This is an optimization exercise on Yosys and OpenROAD, whose aim is small area and a short achievable clock period, not a production implementation. The RTL was checked by simulation tests, not by an equivalence proof against the original design. Power is estimated from default activity; no workload was simulated.

== the baseline ==
==> flow/design.v (excerpt) <==
module ecc144_codec (
    input  wire         clk,
    input  wire         rst,
    input  wire         in_valid,
    input  wire         in_op,         
    input  wire [2:0]   in_src,
    input  wire [127:0] in_data,
    input  wire [15:0]  in_check,
    output reg          out_valid,
    output reg  [127:0] out_data,
    output reg  [15:0]  out_check,
    output reg  [1:0]   out_status,
    output reg  [5:0]   out_sym,
    output reg  [3:0]   out_err,
    output reg  [15:0]  corr_cnt,
    output reg  [15:0]  uncorr_cnt,
    output reg  [2:0]   last_src,
    output reg  [5:0]   last_sym,
    output reg  [3:0]   last_err
);
clock: 7.5 ns
lec_check: 0
cap_margin: 20
core_margin: 2
core_utilization: 40
cts_buf_list: sky130_fd_sc_hd__clkbuf_8
cts_cluster_diameter: 50
cts_cluster_size: 16
setup_slack_margin: 4.5
slew_margin: 20
standard.sh (not shown) runs the stock make flow with config.mk's settings and CLKGATE_MAP_FILE= SYNTH_SCRIPT=/design/flow/synth_recipe.tcl, a recipe that flattens the netlist after the stock synthesis.
==> flow/flow/run.sh <==
#!/bin/bash
# The standard layout, with every port buffered by a buf_1 cell instead of the default
# clkdlybuf4s50_1 (smaller and faster); the tools' output goes to standard.log here.
set -euo pipefail
export BUFFER_PORTS_ARGS="-buffer_cell sky130_fd_sc_hd__buf_1"
bash standard.sh > standard.log 2>&1
The final layout from the baseline, which completed every stage, passed the timing, design-rule and antenna checks at the end of the flow.
#### Input delta (the candidate over the baseline)
- changing CORE_UTILIZATION from 40 to 60
==> flow/flow/run.sh <==
#!/bin/bash
# The standard layout, with every port buffered by a buf_2 cell instead of the default
# clkdlybuf4s50_1 (smaller and faster); the tools' output goes to standard.log here.
set -euo pipefail
export BUFFER_PORTS_ARGS="-buffer_cell sky130_fd_sc_hd__buf_2"
bash standard.sh > standard.log 2>&1
[summary]
Higher combinational cell fraction of total power goes to the candidate over the baseline. Side by side, final period utilization turned out lower in the candidate than in the baseline. Delta (the candidate minus the baseline): routed wire length now smaller, switching fraction of total power now smaller. Side by side, clock latency on the worst-skew pair turned out lower in the candidate than in the baseline. The baseline has a higher overall die width than the candidate. TritonCTS buffer count, the candidate and the baseline: higher on the baseline. Any difference in sequential portion of the cell area between the candidate and the baseline is small enough to ignore.

* * *

Setup of build 25:
Starting RTL as in the previous note.
Settings: LEC_CHECK=0, CAP_MARGIN=20, CORE_MARGIN=2, CORE_UTILIZATION=40, CTS_BUF_LIST=sky130_fd_sc_hd__clkbuf_8, CTS_CLUSTER_DIAMETER=50, CTS_CLUSTER_SIZE=16, SETUP_SLACK_MARGIN=4.6, SLEW_MARGIN=20; clock period 7.5 ns.
==> flow/flow/run.sh <==
#!/bin/bash
# The standard layout, with every port buffered by a buf_2 cell instead of the default
# clkdlybuf4s50_1 (smaller and faster); the tools' output goes to standard.log here.
set -euo pipefail
export BUFFER_PORTS_ARGS="-buffer_cell sky130_fd_sc_hd__buf_2"
bash standard.sh > standard.log 2>&1
The following lists how build 54 was set up differently from build 25:
# build 25
export LEC_CHECK = 0
export CAP_MARGIN = 20
export CORE_MARGIN = 2
export CORE_UTILIZATION = 40
export CTS_BUF_LIST = sky130_fd_sc_hd__clkbuf_8
export CTS_CLUSTER_DIAMETER = 50
export CTS_CLUSTER_SIZE = 16
export SETUP_SLACK_MARGIN = 4.6
export SLEW_MARGIN = 20
create_clock -name core_clock -period 7.5 [get_ports {clk}]
# build 54
export LEC_CHECK = 0
export CAP_MARGIN = 20
export CORE_MARGIN = 2
export CORE_UTILIZATION = 40
export CTS_BUF_LIST = sky130_fd_sc_hd__clkbuf_8
export CTS_CLUSTER_DIAMETER = 50
export CTS_CLUSTER_SIZE = 16
export SETUP_SLACK_MARGIN = 4.5
export SLEW_MARGIN = 20
create_clock -name core_clock -period 7.5 [get_ports {clk}]
==> flow/flow/run.sh <==
#!/bin/bash
# The standard layout, with the input ports buffered by buf_2 cells and the output ports
# by buf_1 cells (after global placement, see out_bufs.tcl) instead of the default
# clkdlybuf4s50_1; the tools' output goes to standard.log here.
set -euo pipefail
export BUFFER_PORTS_ARGS="-inputs -buffer_cell sky130_fd_sc_hd__buf_2"
export POST_GLOBAL_PLACE_TCL="$PWD/flow/out_bufs.tcl"
bash standard.sh > standard.log 2>&1
==> flow/flow/out_bufs.tcl (new file) <==
# one buf_1 on every output port, placed by the detailed placement that follows
buffer_ports -outputs -buffer_cell sky130_fd_sc_hd__buf_1
==> comparison <==
Between build 25 and build 54, the total routed wirelength figures differ only marginally.
Summary of build 54 over build 25: setup slack after layout shrank by 38 ps, final cycle utilization of the critical path moved up, arrival time at the worst endpoint now sits higher, first-pass GRT wire length shows no meaningful change.
Build 25 and build 54 ended up with roughly the same sequential power.
Between build 25 and build 54, the flow reports fmax decreasing slightly.
Diff build 25 -> build 54: global-route met1 utilization stayed essentially flat; portion of total power attributed to combinational logic fell by 1.0 points; highest cell delay on the worst timing path rose by 30 ps; number of design-rule violations left by the first detailed-router iteration rose by 220.
#### Input delta (build 83 over build 54)
# build 54
export LEC_CHECK = 0
export CAP_MARGIN = 20
export CORE_MARGIN = 2
export CORE_UTILIZATION = 40
export CTS_BUF_LIST = sky130_fd_sc_hd__clkbuf_8
export CTS_CLUSTER_DIAMETER = 50
export CTS_CLUSTER_SIZE = 16
export SETUP_SLACK_MARGIN = 4.5
export SLEW_MARGIN = 20
create_clock -name core_clock -period 7.5 [get_ports {clk}]
# build 83
export LEC_CHECK = 0
export CAP_MARGIN = 20
export CORE_MARGIN = 2
export CORE_UTILIZATION = 55
export CTS_BUF_LIST = sky130_fd_sc_hd__clkbuf_8
export CTS_CLUSTER_DIAMETER = 50
export CTS_CLUSTER_SIZE = 16
export PLACE_DENSITY = 0.85
export SETUP_SLACK_MARGIN = 4.5
export SLEW_MARGIN = 20
create_clock -name core_clock -period 7.5 [get_ports {clk}]
==> flow/flow/run.sh <==
#!/bin/bash
# The standard layout, with every port buffered by a buf_2 cell instead of the default
# clkdlybuf4s50_1 (smaller and faster); the tools' output goes to standard.log here.
set -euo pipefail
export BUFFER_PORTS_ARGS="-buffer_cell sky130_fd_sc_hd__buf_2"
bash standard.sh > standard.log 2>&1
removed: flow/flow/out_bufs.tcl
- Against build 54, global-route wire length before repair in build 83 came out better.
- The higher clock network power share of build 83 and build 54 is in build 54.
- Build 54 ended up with sky130_fd_sc_hd__a211o_1 as its worst-path cell with the longest stage delay; build 83 ended up with sky130_fd_sc_hd__xnor3_1.
- Build 54 has higher later-pin clock latency in the skew report than build 83.
Relative to build 83, the following input files were edited for build 7:
# build 83
export LEC_CHECK = 0
export CAP_MARGIN = 20
export CORE_MARGIN = 2
export CORE_UTILIZATION = 55
export CTS_BUF_LIST = sky130_fd_sc_hd__clkbuf_8
export CTS_CLUSTER_DIAMETER = 50
export CTS_CLUSTER_SIZE = 16
export PLACE_DENSITY = 0.85
export SETUP_SLACK_MARGIN = 4.5
export SLEW_MARGIN = 20
create_clock -name core_clock -period 7.5 [get_ports {clk}]
# build 7
export LEC_CHECK = 0
export CAP_MARGIN = 20
export CORE_MARGIN = 2
export CORE_UTILIZATION = 40
export CTS_BUF_LIST = sky130_fd_sc_hd__clkbuf_8
export CTS_CLUSTER_DIAMETER = 50
export CTS_CLUSTER_SIZE = 16
export SETUP_SLACK_MARGIN = 4.5
export SLEW_MARGIN = 20
create_clock -name core_clock -period 7.5 [get_ports {clk}]
==> comparison <==
- Build 7: full flow OK, the timing, design-rule and antenna checks passed
- Build 83 and build 7 ended up with roughly the same clock period minus final worst setup slack.
- Global-route wire length before repair of build 7 exceeds that of build 83 by a little under 10%.
- Comparing build 83 and build 7, the lower routed wire length was measured on build 83.
- Build 7: sequential cell area share is 0.84 points lower than what build 83 reported.
- Die outline width (higher): build 7
- The final cycle utilization of the critical path of build 83 and that of build 7 are within noise of each other.
- Maximum frequency: build 7 vs build 83, no meaningful difference
- Area growth from synthesis to layout (higher): build 7
- Going from build 83 to build 7, power grows by 3.0%.
- Comparing the two runs side by side, build 7 comes out behind build 83 on area of all placed cells without fillers.
- Summary: with build 83 as the reference, die area in build 7 moved up by more than a quarter.
What build 18 does differently from build 7 at the input level:
# build 7
export LEC_CHECK = 0
export CAP_MARGIN = 20
export CORE_MARGIN = 2
export CORE_UTILIZATION = 40
export CTS_BUF_LIST = sky130_fd_sc_hd__clkbuf_8
export CTS_CLUSTER_DIAMETER = 50
export CTS_CLUSTER_SIZE = 16
export SETUP_SLACK_MARGIN = 4.5
export SLEW_MARGIN = 20
create_clock -name core_clock -period 7.5 [get_ports {clk}]
# build 18
export LEC_CHECK = 0
export CAP_MARGIN = 20
export CORE_MARGIN = 2
export CORE_UTILIZATION = 40
export CTS_BUF_LIST = sky130_fd_sc_hd__clkbuf_8
export CTS_CLUSTER_DIAMETER = 50
export CTS_CLUSTER_SIZE = 16
export SETUP_SLACK_MARGIN = 4.8
export SLEW_MARGIN = 20
create_clock -name core_clock -period 7.5 [get_ports {clk}]
Findings:
Final hold slack for build 18 is higher than for build 7.
In the metrics for build 18 and build 7, the one carrying the higher area added between synthesis and finish is build 18.
Build 7 → build 18: largest net degree at the start of global routing went down 24%, total wire length went up 8.0%, post-route cell area went up 2700 um2.

afterwards: timing with drivers on the ports:
Ports are ideal in the flow. The routed layouts listed here were re-timed in OpenROAD. Step 1: set_driving_cell puts a clkbuf_16 on clk and a buf_2 on each other input, an assumption about the parent block. Step 2 moves the port delays by t, midway between the first and last clock arrival at a register: inputs arrive t later, outputs are due t later. That takes back most of the time a late clock gives input paths. Three values: ideal, step 1, step 2; two values: the first two.
| run | shift t [ns] | slack for setup (ns) | hold WS [ns] | clock arrival spread, ns | worst slew at a driven data input, ns |
|---|---|---|---|---|---|
| the baseline | 0.658 | 4.430 / 4.430 / 3.846 | 0.336 / 0.336 / 0.336 | 0.046 / 0.046 | 0.06 |
| the candidate | 0.605 | 4.484 / 4.484 / 3.911 | 0.335 / 0.335 / 0.335 | 0.039 / 0.040 | 0.08 |
| build 25 | 0.653 | 4.593 / 4.615 / 3.962 | 0.333 / 0.333 / 0.333 | 0.038 / 0.039 | 0.06 |
| build 54 | 0.686 | 4.555 / 4.555 / 3.909 | 0.342 / 0.342 / 0.342 | 0.067 / 0.067 | 0.07 |
| build 83 | 0.670 | 4.493 / 4.521 / 3.851 | 0.337 / 0.337 / 0.337 | 0.017 / 0.018 | 0.06 |
| build 7 | 0.646 | 4.494 / 4.508 / 3.862 | 0.331 / 0.331 / 0.331 | 0.061 / 0.060 | 0.07 |
| build 18 | 0.661 | 4.673 / 4.673 / 4.134 | 0.336 / 0.336 / 0.336 | 0.037 / 0.037 | 0.09 |
After both steps every run listed still meets setup and hold. For build 54, which loses most, drivers alone change the setup slack by 0.000 ns; drivers and shift together by -0.646 ns.
